Source: an optimization exercise on an open RTL-to-GDS flow (aim: small area, a short achievable clock period and few clock cycles per item). Production flows keep margins and buffers that such runs may drop. At most, simulation tests tie the RTL to the original design; equivalence was not proved. Power is estimated from default activity; no workload was simulated.

==> run D <==
==> flow/design.v (excerpt) <==
module edge_xlate (
    input  wire        clk,
    input  wire        rst,
    input  wire        in_valid,
    output wire        in_ready,
    input  wire [23:0] in_ipu,       
    input  wire [23:0] in_gain,      
    input  wire [15:0] in_offset,    
    input  wire [14:0] in_h,         
    input  wire [14:0] in_delta,     
    output reg         out_valid,
    input  wire        out_ready,
    output reg  [11:0] out_ue,
    output reg  [11:0] out_le,
    output reg         out_sat
);
==> module edge_xlate, before the edit <==
module edge_xlate (
    input  wire        clk,
    input  wire        rst,
    input  wire        in_valid,
    output wire        in_ready,
    input  wire [23:0] in_ipu,       
    input  wire [23:0] in_gain,      
    input  wire [15:0] in_offset,    
    input  wire [14:0] in_h,         
    input  wire [14:0] in_delta,     
    output reg         out_valid,
    input  wire        out_ready,
    output reg  [11:0] out_ue,
    output reg  [11:0] out_le,
    output reg         out_sat
);
    localparam N = 3;            
    reg  [N-1:0] turn;           
    reg  [N-1:0] rsel;           
    reg          rdy_q;          
    reg  [N-1:0] tail_u;         
    reg          tail_l;         
    reg          f_hi;           
    reg          f_lo;           
    wire [N-1:0]    free, claim, rdy, rdy_n, done, neg;
    wire [N*18-1:0] q_all;
    wire [N*17-1:0] ofs_all;
    wire [N*15-1:0] hd_all;
    wire idle_port = ~|claim & ~|tail_u & ~tail_l;
    wire [N-1:0] ld = free & turn & {N{idle_port}};
    wire go = in_valid & (~out_valid | out_ready);
    assign in_ready = rdy_q;
    wire take = rdy_q & in_valid;
    wire ph_u = |(tail_u & rsel) & ~out_valid & ~tail_l;
    wire [N-1:0] flip = {N{ph_u}} & rsel;
    genvar gi;
    generate
        for (gi = 0; gi < N; gi = gi + 1) begin : dv
            edge_xlate_div u (
                .clk(clk), .rst(rst), .ld(ld[gi]), .go(go), .in_valid(in_valid),
                .in_ipu(in_ipu), .in_gain(in_gain), .in_offset(in_offset), .in_h(in_h), .in_delta(in_delta),
                .flip(flip[gi]), .free(free[gi]), .claim(claim[gi]), .rdy(rdy[gi]), .rdy_n(rdy_n[gi]),
                .done(done[gi]), .q(q_all[gi*18 +: 18]), .neg(neg[gi]),
                .ofs8(ofs_all[gi*17 +: 17]), .hd(hd_all[gi*15 +: 15]));
        end
    endgenerate
    reg [17:0] qr;
    reg        ng;
    reg [16:0] ofs8;
    reg [14:0] hd;
    integer j;
    always @* begin
        qr = 18'd0; ng = 1'b0; ofs8 = 17'd0; hd = 15'd0;
        for (j = 0; j < N; j = j + 1) begin
            qr   = qr   | ({18{rsel[j]}} & q_all[j*18 +: 18]);
            ng   = ng   | (rsel[j] & neg[j]);
            ofs8 = ofs8 | ({17{rsel[j]}} & ofs_all[j*17 +: 17]);
            hd   = hd   | ({15{rsel[j]}} & hd_all[j*15 +: 15]);
        end
    end
    wire [19:0] qs  = {{3{ng}}, qr[17:1]};
    wire [19:0] ofx = {{3{ofs8[16]}}, ofs8};
    wire [19:0] hdx = {{5{tail_l}}, hd};
    wire [19:0] cs  = ofx ^ hdx ^ qs;
    wire [19:0] cc  = (ofx & hdx) | (ofx & qs) | (hdx & qs);
    wire [19:0] e   = cs + {cc[18:0], qr[0]} + {19'd0, tail_l};
    wire e_hi = ~e[19] & (e[18:15] != 4'b0000);        
    wire e_lo =  e[19] & (e[18:15] != 4'b1111);        
    wire [11:0] e_sat = e_hi ? 12'h7ff : e_lo ? 12'h800 : e[15:4];
    wire n_hi = f_hi & (e_hi | (e[19:5] == 15'h3ff));    
    wire n_lo = e_lo & f_lo;                              
    always @(posedge clk) begin
        if (ph_u) begin
            out_ue  <= e_sat;
            out_sat <= e_hi | e_lo;
            f_hi    <= e_hi;
            f_lo    <= e_lo | (e[19:5] == 15'h7c00);
        end
        if (tail_l) begin
            out_le  <= n_hi ? 12'h7fd : e_sat;
            if (n_lo)
                out_ue <= 12'h802;
            out_sat <= out_sat | e_hi | e_lo;
        end
        if (rst) begin
            turn      <= {{(N-1){1'b0}}, 1'b1};
            rsel      <= {{(N-1){1'b0}}, 1'b1};
            rdy_q     <= 1'b0;
            tail_u    <= {N{1'b0}};
            tail_l    <= 1'b0;
            out_valid <= 1'b0;
        end else begin
            if (take)
                turn <= {turn[N-2:0], turn[N-1]};
            rdy_q  <= |rdy_n;
            tail_u <= (tail_u & ~flip) | done;
            tail_l <= ph_u;
            if (tail_l) begin
                out_valid <= 1'b1;
                rsel      <= {rsel[N-2:0], rsel[N-1]};
            end else if (out_ready)
                out_valid <= 1'b0;
        end
    end
endmodule
Settings: LEC_CHECK=0, CAP_MARGIN=20, CORE_MARGIN=2, CORE_UTILIZATION=40, CTS_BUF_LIST=sky130_fd_sc_hd__clkbuf_8, CTS_CLUSTER_SIZE=30, SLEW_MARGIN=20; clock period 16.0 ns.
standard.sh (not shown) runs the stock make flow with config.mk's settings and CLKGATE_MAP_FILE= SYNTH_SCRIPT=/design/flow/synth_recipe.tcl, a recipe that flattens the netlist after the stock synthesis.
==> flow/flow/run.sh <==
#!/bin/bash
# The standard layout (standard.sh, unchanged synthesis and SDC), with
# two optimisation settings changed:
#  - the input and output ports are buffered with buf_1 cells instead of the
#    delay buffers buffer_ports picks by default;
#  - repair_timing aims for a setup slack of 11.6 ns on the 16 ns clock, so
#    that it sizes the gates of the longest paths.
# Each tool's output is in the ORFS logs under orfs/logs; standard.log holds
# make's own output.
set -o pipefail
export BUFFER_PORTS_ARGS="-buffer_cell sky130_fd_sc_hd__buf_1"
export SETUP_SLACK_MARGIN=11.6
bash standard.sh > standard.log 2>&1
==> run X: changes against run D <==
==> flow/design.v (replaced) <==
module edge_xlate (
    input  wire        clk,
    input  wire        rst,
    input  wire        in_valid,
    output wire        in_ready,
    input  wire [23:0] in_ipu,       
    input  wire [23:0] in_gain,      
    input  wire [15:0] in_offset,    
    input  wire [14:0] in_h,         
    input  wire [14:0] in_delta,     
    output reg         out_valid,
    input  wire        out_ready,
    output reg  [11:0] out_ue,
    output reg  [11:0] out_le,
    output reg         out_sat
);
    reg        run;              
    reg        rdy;              
    reg [3:0]  cnt;              
    reg        tail_u;           
    reg        tail_l;           
    reg        f_hi;             
    reg        f_lo;             
    reg [22:0] rem;              
    reg [3:0]  db;               
    reg [22:0] gn;               
    reg [1:0]  dp;               
    reg        neg;              
    reg [18:0] qr;               
    reg        hb;               
    reg signed [16:0] ofs8;      
    reg [14:0] hd;               
    wire last = (cnt == 4'd8);
    wire load = (run ? last : 1'b1) & ~tail_u & ~tail_l & ~out_valid;
    assign in_ready = rdy;
    wire take = rdy & in_valid;
    wire        s_in  = in_ipu[23];
    wire [23:0] ipu_x = in_ipu ^ {24{s_in}};
    wire       c2   = (cnt == 4'd2);
    wire       c3   = (cnt == 4'd3);
    wire [4:0] h_a  = c2 ? hd[4:0] : c3 ? hd[9:5] : hd[14:10];
    wire [4:0] h_b  = ~(c2 ? qr[18:14] : c3 ? qr[15:11] : qr[12:8]);
    reg  [5:0] h_c;
    reg  [4:0] h_s;
    integer k;
    always @* begin
        h_c[0] = c2 | hb;
        for (k = 0; k < 5; k = k + 1) begin
            h_s[k]   = h_a[k] ^ h_b[k] ^ h_c[k];
            h_c[k+1] = (h_a[k] & h_b[k]) | (h_a[k] & h_c[k]) | (h_b[k] & h_c[k]);
        end
    end
    wire [24:0] t    = {rem, db[3:2]};
    wire [25:0] t26  = {1'b0, t};
    wire [25:0] ng   = {3'b111, gn};                      
    wire [25:0] n2g  = {2'b11, gn, 1'b1};                 
    wire [25:0] d1   = t26 + ng + 26'd1;                  
    wire [25:0] d2   = t26 + n2g + 26'd1;                 
    wire [25:0] cs_s = t26 ^ ng ^ n2g;                    
    wire [25:0] cs_c = (t26 & ng) | (t26 & n2g) | (ng & n2g);
    wire [25:0] d3   = cs_s + {cs_c[24:0], 1'b1} + 26'd1;
    wire        ge1  = ~d1[25];
    wire        ge2  = ~d2[25];
    wire        ge3  = ~d3[25];
    wire [1:0]  dig  = {ge2, ge3 | (ge1 & ~ge2)};
    wire [22:0] r_n  = ge3 ? d3[22:0] : ge2 ? d2[22:0] : ge1 ? d1[22:0] : t[22:0];
    wire [19:0] qs  = {{3{neg}}, qr[17:1]};
    wire [19:0] ofx = {{3{ofs8[16]}}, ofs8};
    wire [19:0] hdx = {{5{tail_l}}, hd};
    wire [19:0] cs  = ofx ^ hdx ^ qs;
    wire [19:0] cc  = (ofx & hdx) | (ofx & qs) | (hdx & qs);
    wire [19:0] e   = cs + {cc[18:0], qr[0]} + {19'd0, tail_l};
    wire e_hi = ~e[19] & (e[18:15] != 4'b0000);        
    wire e_lo =  e[19] & (e[18:15] != 4'b1111);        
    wire [11:0] e_sat = e_hi ? 12'h7ff : e_lo ? 12'h800 : e[15:4];
    wire n_hi = f_hi & (e_hi | (e[19:5] == 15'h3ff));    
    wire n_lo = e_lo & f_lo;                              
    always @(posedge clk) begin
        if (load) begin
            rem <= {2'b00, ipu_x[23:3]};
            db  <= {ipu_x[2:0], s_in};
            gn  <= ~in_gain[22:0];
        end else begin
            rem <= r_n;
            db  <= {db[1:0], db[0], db[0]};
        end
        cnt <= load ? 4'd0 : cnt + 4'd1;
        dp  <= dig ^ {2{db[0]}};
        if (rdy) begin
            qr   <= {in_delta[4:0], in_delta[9:5], in_delta[14:10], dp, dig ^ {2{db[0]}}};
            neg  <= db[0];
            ofs8 <= {in_offset[15], in_offset} + 17'd8;
            hd   <= in_h;
        end else if (run & ~rdy & (cnt != 4'd0)) begin
            qr <= {qr[16:0], dig ^ {2{neg}}};
            if (c2) begin
                hd[4:0] <= h_s;
                hb      <= h_c[5];
            end
            if (c3) begin
                hd[9:5] <= h_s;
                hb      <= h_c[5];
            end
            if (cnt == 4'd4) begin
                hd[14:10] <= h_s;
                hb        <= h_c[5];
            end
            if (cnt == 4'd5 && (~hb || hd[14:4] == 11'd0))
                hd <= 15'd16;
        end
        if (tail_u & ~out_valid) begin
            out_ue  <= e_sat;
            out_sat <= e_hi | e_lo;
            f_hi    <= e_hi;
            f_lo    <= e_lo | (e[19:5] == 15'h7c00);
            hd      <= ~hd;
        end
        if (tail_l) begin
            out_le  <= n_hi ? 12'h7fd : e_sat;
            if (n_lo)
                out_ue <= 12'h802;
            out_sat <= out_sat | e_hi | e_lo;
        end
        if (rst) begin
            run       <= 1'b0;
            rdy       <= 1'b0;
            tail_u    <= 1'b0;
            tail_l    <= 1'b0;
            out_valid <= 1'b0;
        end else begin
            if (load)
                run <= in_valid;
            else if (last | (rdy & ~in_valid))
                run <= 1'b0;
            rdy <= run & (cnt == 4'd0) & ~load;
            if (run & last)
                tail_u <= 1'b1;
            else if (~out_valid)
                tail_u <= 1'b0;
            tail_l <= tail_u & ~out_valid;
            if (tail_l)
                out_valid <= 1'b1;
            else if (out_ready)
                out_valid <= 1'b0;
        end
    end
endmodule
==> flow/flow/run.sh (replaced) <==
#!/bin/bash
# The standard layout (standard.sh, unchanged synthesis), except that
# the input and output ports are buffered with buf_1 cells instead of the
# delay buffers buffer_ports picks by default. Each tool's output is in the
# ORFS logs under orfs/logs; standard.log holds make's own output.
set -o pipefail
export BUFFER_PORTS_ARGS="-buffer_cell sky130_fd_sc_hd__buf_1"
bash standard.sh > standard.log 2>&1
Settings changed: CTS_BUF_LIST sky130_fd_sc_hd__clkbuf_8 to unset, CTS_CLUSTER_SIZE 30 to unset.
==> run G: changes against run D <==
--- a/flow/design.v
+++ b/flow/design.v
@@ -10,58 +10,48 @@
     input  wire [14:0] in_delta,     
     output reg         out_valid,
     input  wire        out_ready,
     output reg  [11:0] out_ue,
     output reg  [11:0] out_le,
     output reg         out_sat
 );
-    localparam N = 3;            
-    reg  [N-1:0] turn;           
-    reg  [N-1:0] rsel;           
-    reg          rdy_q;          
-    reg  [N-1:0] tail_u;         
-    reg          tail_l;         
-    reg          f_hi;           
-    reg          f_lo;           
-    wire [N-1:0]    free, claim, rdy, rdy_n, done, neg;
-    wire [N*18-1:0] q_all;
-    wire [N*17-1:0] ofs_all;
-    wire [N*15-1:0] hd_all;
+    reg        turn;             
+    reg        rturn;            
+    reg  [1:0] rsel;             
+    reg        rdy_q;            
+    reg  [1:0] tail_u;           
+    reg        tail_l;           
+    reg        f_hi;             
+    reg        f_lo;             
+    wire [1:0]  free, claim, rdy, rdy_n, done;
+    wire [17:0] q0, q1;
+    wire [1:0]  neg;
+    wire [16:0] ofs0, ofs1;
+    wire [14:0] hd0, hd1;
     wire idle_port = ~|claim & ~|tail_u & ~tail_l;
-    wire [N-1:0] ld = free & turn & {N{idle_port}};
+    wire [1:0] ld  = free & {turn, ~turn} & {2{idle_port}};
     wire go = in_valid & (~out_valid | out_ready);
     assign in_ready = rdy_q;
-    wire take = rdy_q & in_valid;
-    wire ph_u = |(tail_u & rsel) & ~out_valid & ~tail_l;
-    wire [N-1:0] flip = {N{ph_u}} & rsel;
-    genvar gi;
-    generate
-        for (gi = 0; gi < N; gi = gi + 1) begin : dv
-            edge_xlate_div u (
-                .clk(clk), .rst(rst), .ld(ld[gi]), .go(go), .in_valid(in_valid),
-                .in_ipu(in_ipu), .in_gain(in_gain), .in_offset(in_offset), .in_h(in_h), .in_delta(in_delta),
-                .flip(flip[gi]), .free(free[gi]), .claim(claim[gi]), .rdy(rdy[gi]), .rdy_n(rdy_n[gi]),
-                .done(done[gi]), .q(q_all[gi*18 +: 18]), .neg(neg[gi]),
-                .ofs8(ofs_all[gi*17 +: 17]), .hd(hd_all[gi*15 +: 15]));
-        end
-    endgenerate
-    reg [17:0] qr;
-    reg        ng;
-    reg [16:0] ofs8;
-    reg [14:0] hd;
-    integer j;
-    always @* begin
-        qr = 18'd0; ng = 1'b0; ofs8 = 17'd0; hd = 15'd0;
-        for (j = 0; j < N; j = j + 1) begin
-            qr   = qr   | ({18{rsel[j]}} & q_all[j*18 +: 18]);
-            ng   = ng   | (rsel[j] & neg[j]);
-            ofs8 = ofs8 | ({17{rsel[j]}} & ofs_all[j*17 +: 17]);
-            hd   = hd   | ({15{rsel[j]}} & hd_all[j*15 +: 15]);
-        end
-    end
+    wire take = in_ready & in_valid;
+    wire ph_u = tail_u[rturn] & ~out_valid & ~tail_l;
+    wire [1:0] flip = {2{ph_u}} & {rturn, ~rturn};
+    edge_xlate_div u0 (
+        .clk(clk), .rst(rst), .ld(ld[0]), .go(go), .in_valid(in_valid),
+        .in_ipu(in_ipu), .in_gain(in_gain), .in_offset(in_offset), .in_h(in_h), .in_delta(in_delta),
+        .flip(flip[0]), .free(free[0]), .claim(claim[0]), .rdy(rdy[0]), .rdy_n(rdy_n[0]), .done(done[0]),
+        .q(q0), .neg(neg[0]), .ofs8(ofs0), .hd(hd0));
+    edge_xlate_div u1 (
+        .clk(clk), .rst(rst), .ld(ld[1]), .go(go), .in_valid(in_valid),
+        .in_ipu(in_ipu), .in_gain(in_gain), .in_offset(in_offset), .in_h(in_h), .in_delta(in_delta),
+        .flip(flip[1]), .free(free[1]), .claim(claim[1]), .rdy(rdy[1]), .rdy_n(rdy_n[1]), .done(done[1]),
+        .q(q1), .neg(neg[1]), .ofs8(ofs1), .hd(hd1));
+    wire [17:0] qr   = ({18{rsel[1]}} & q1)   | ({18{rsel[0]}} & q0);
+    wire        ng   = (rsel[1] & neg[1])      | (rsel[0] & neg[0]);
+    wire [16:0] ofs8 = ({17{rsel[1]}} & ofs1) | ({17{rsel[0]}} & ofs0);
+    wire [14:0] hd   = ({15{rsel[1]}} & hd1)  | ({15{rsel[0]}} & hd0);
     wire [19:0] qs  = {{3{ng}}, qr[17:1]};
     wire [19:0] ofx = {{3{ofs8[16]}}, ofs8};
     wire [19:0] hdx = {{5{tail_l}}, hd};
     wire [19:0] cs  = ofx ^ hdx ^ qs;
     wire [19:0] cc  = (ofx & hdx) | (ofx & qs) | (hdx & qs);
     wire [19:0] e   = cs + {cc[18:0], qr[0]} + {19'd0, tail_l};
     wire e_hi = ~e[19] & (e[18:15] != 4'b0000);        
@@ -79,29 +69,31 @@
         if (tail_l) begin
             out_le  <= n_hi ? 12'h7fd : e_sat;
             if (n_lo)
                 out_ue <= 12'h802;
             out_sat <= out_sat | e_hi | e_lo;
         end
         if (rst) begin
-            turn      <= {{(N-1){1'b0}}, 1'b1};
-            rsel      <= {{(N-1){1'b0}}, 1'b1};
+            turn      <= 1'b0;
+            rturn     <= 1'b0;
+            rsel      <= 2'b01;
             rdy_q     <= 1'b0;
-            tail_u    <= {N{1'b0}};
+            tail_u    <= 2'b00;
             tail_l    <= 1'b0;
             out_valid <= 1'b0;
         end else begin
             if (take)
-                turn <= {turn[N-2:0], turn[N-1]};
-            rdy_q  <= |rdy_n;
+                turn <= ~turn;
+            rdy_q <= |rdy_n;
             tail_u <= (tail_u & ~flip) | done;
             tail_l <= ph_u;
             if (tail_l) begin
                 out_valid <= 1'b1;
-                rsel      <= {rsel[N-2:0], rsel[N-1]};
+                rturn     <= ~rturn;
+                rsel      <= {rsel[0], rsel[1]};
             end else if (out_ready)
                 out_valid <= 1'b0;
         end
     end
 endmodule
 module edge_xlate_div (
     input  wire        clk,
Settings changed: CORE_UTILIZATION 40 to 60.
==> comparison table <==
|  | run D | run G | run X |
|---|---|---|---|
| Floorplan die width | 276 um | 189 um | 172 um |
| Number of cells on the critical path | 1 | 1 | 15 |
| Mean Syn Cell Area | 9.56 sq um | 9.81 sq um | 9.61 sq um |
| Layout cell share with drive strength beyond 1 | 11.3% | 9.51% | 5.67% |
| Share of the synthesized area in the top cell type | 24.9% | 24.7% | 24.3% |
| Run status | failed layout checks | finished clean | finished clean |
| Violated checks | max-capacitance violations, max-slew violations | - | - |
| Clock sink count | 372 | 258 | 141 |
| Num tapcells | 959 | 448 | 378 |
| Worst setup path endpoint | out_sat | out_le[10] | rem[18] |
| Combinational power | 5.26 mW | 4.01 mW | 1.33 mW |
| Data arrival time of the critical path | 1.24 ns | 1.16 ns | 5.22 ns |
| Setup slack after layout | 11.56 ns | 11.64 ns | 11.08 ns |
| Post-route minimum period | 4.44 ns | 4.36 ns | 4.92 ns |
| Design internal power | 4.05 mW | 2.96 mW | 1.25 mW |
| Worst Clk Skew | 0.0500 ns | 0.0199 ns | 0.0140 ns |
| Clock tree buffer depth | 3 | 3 | 2 |
| # fillers | 7102 | 2757 | 2748 |
| Adder and majority gate portion of the synthesized area | 17.6% | 18.0% | 18.9% |
| Part of the power in registers | 19.8% | 19.4% | 23.1% |
| Area overhead of the layout relative to synthesis | 11.9% | 10.1% | 12.5% |
Testbench counts of run X, summed over its fixed seeds: cycles 43,232, items 4,800.
Testbench counts of run G, summed over its fixed seeds: cycles 21,656, items 4,800.
Only the layout flow was run in run D; the RTL was not checked for function there.

afterwards: timing with drivers on the ports:
The results above use ideal ports. As a check the final layouts listed here were re-extracted and re-timed, cells and wires unchanged.
Step 1 sets driving cells, clkbuf_16 on the clock port and buf_2 on the other inputs (assumed; they add their load-dependent delay and slew).
Step 2 moves the port delays by t, midway between the first and last clock arrival at a register: inputs arrive t later, outputs are due t later. That takes back most of the time a late clock gives input paths.
Slacks: ideal / step 1 / step 2; pairs: ideal / step 1.
run	shift t [ns]	slack for setup (ns)	clock arrival spread, ns	slew at the worst register clock pin (ns)
run D	0.747	11.555 / 11.485 / 10.904	0.062 / 0.062	0.06 / 0.06
run X	0.485	11.078 / 11.078 / 11.078	0.016 / 0.016	0.07 / 0.07
run G	0.670	11.639 / 11.587 / 11.064	0.020 / 0.020	0.06 / 0.06
For run D, which loses most, drivers alone change the setup slack by -0.070 ns; drivers and shift together by -0.651 ns.
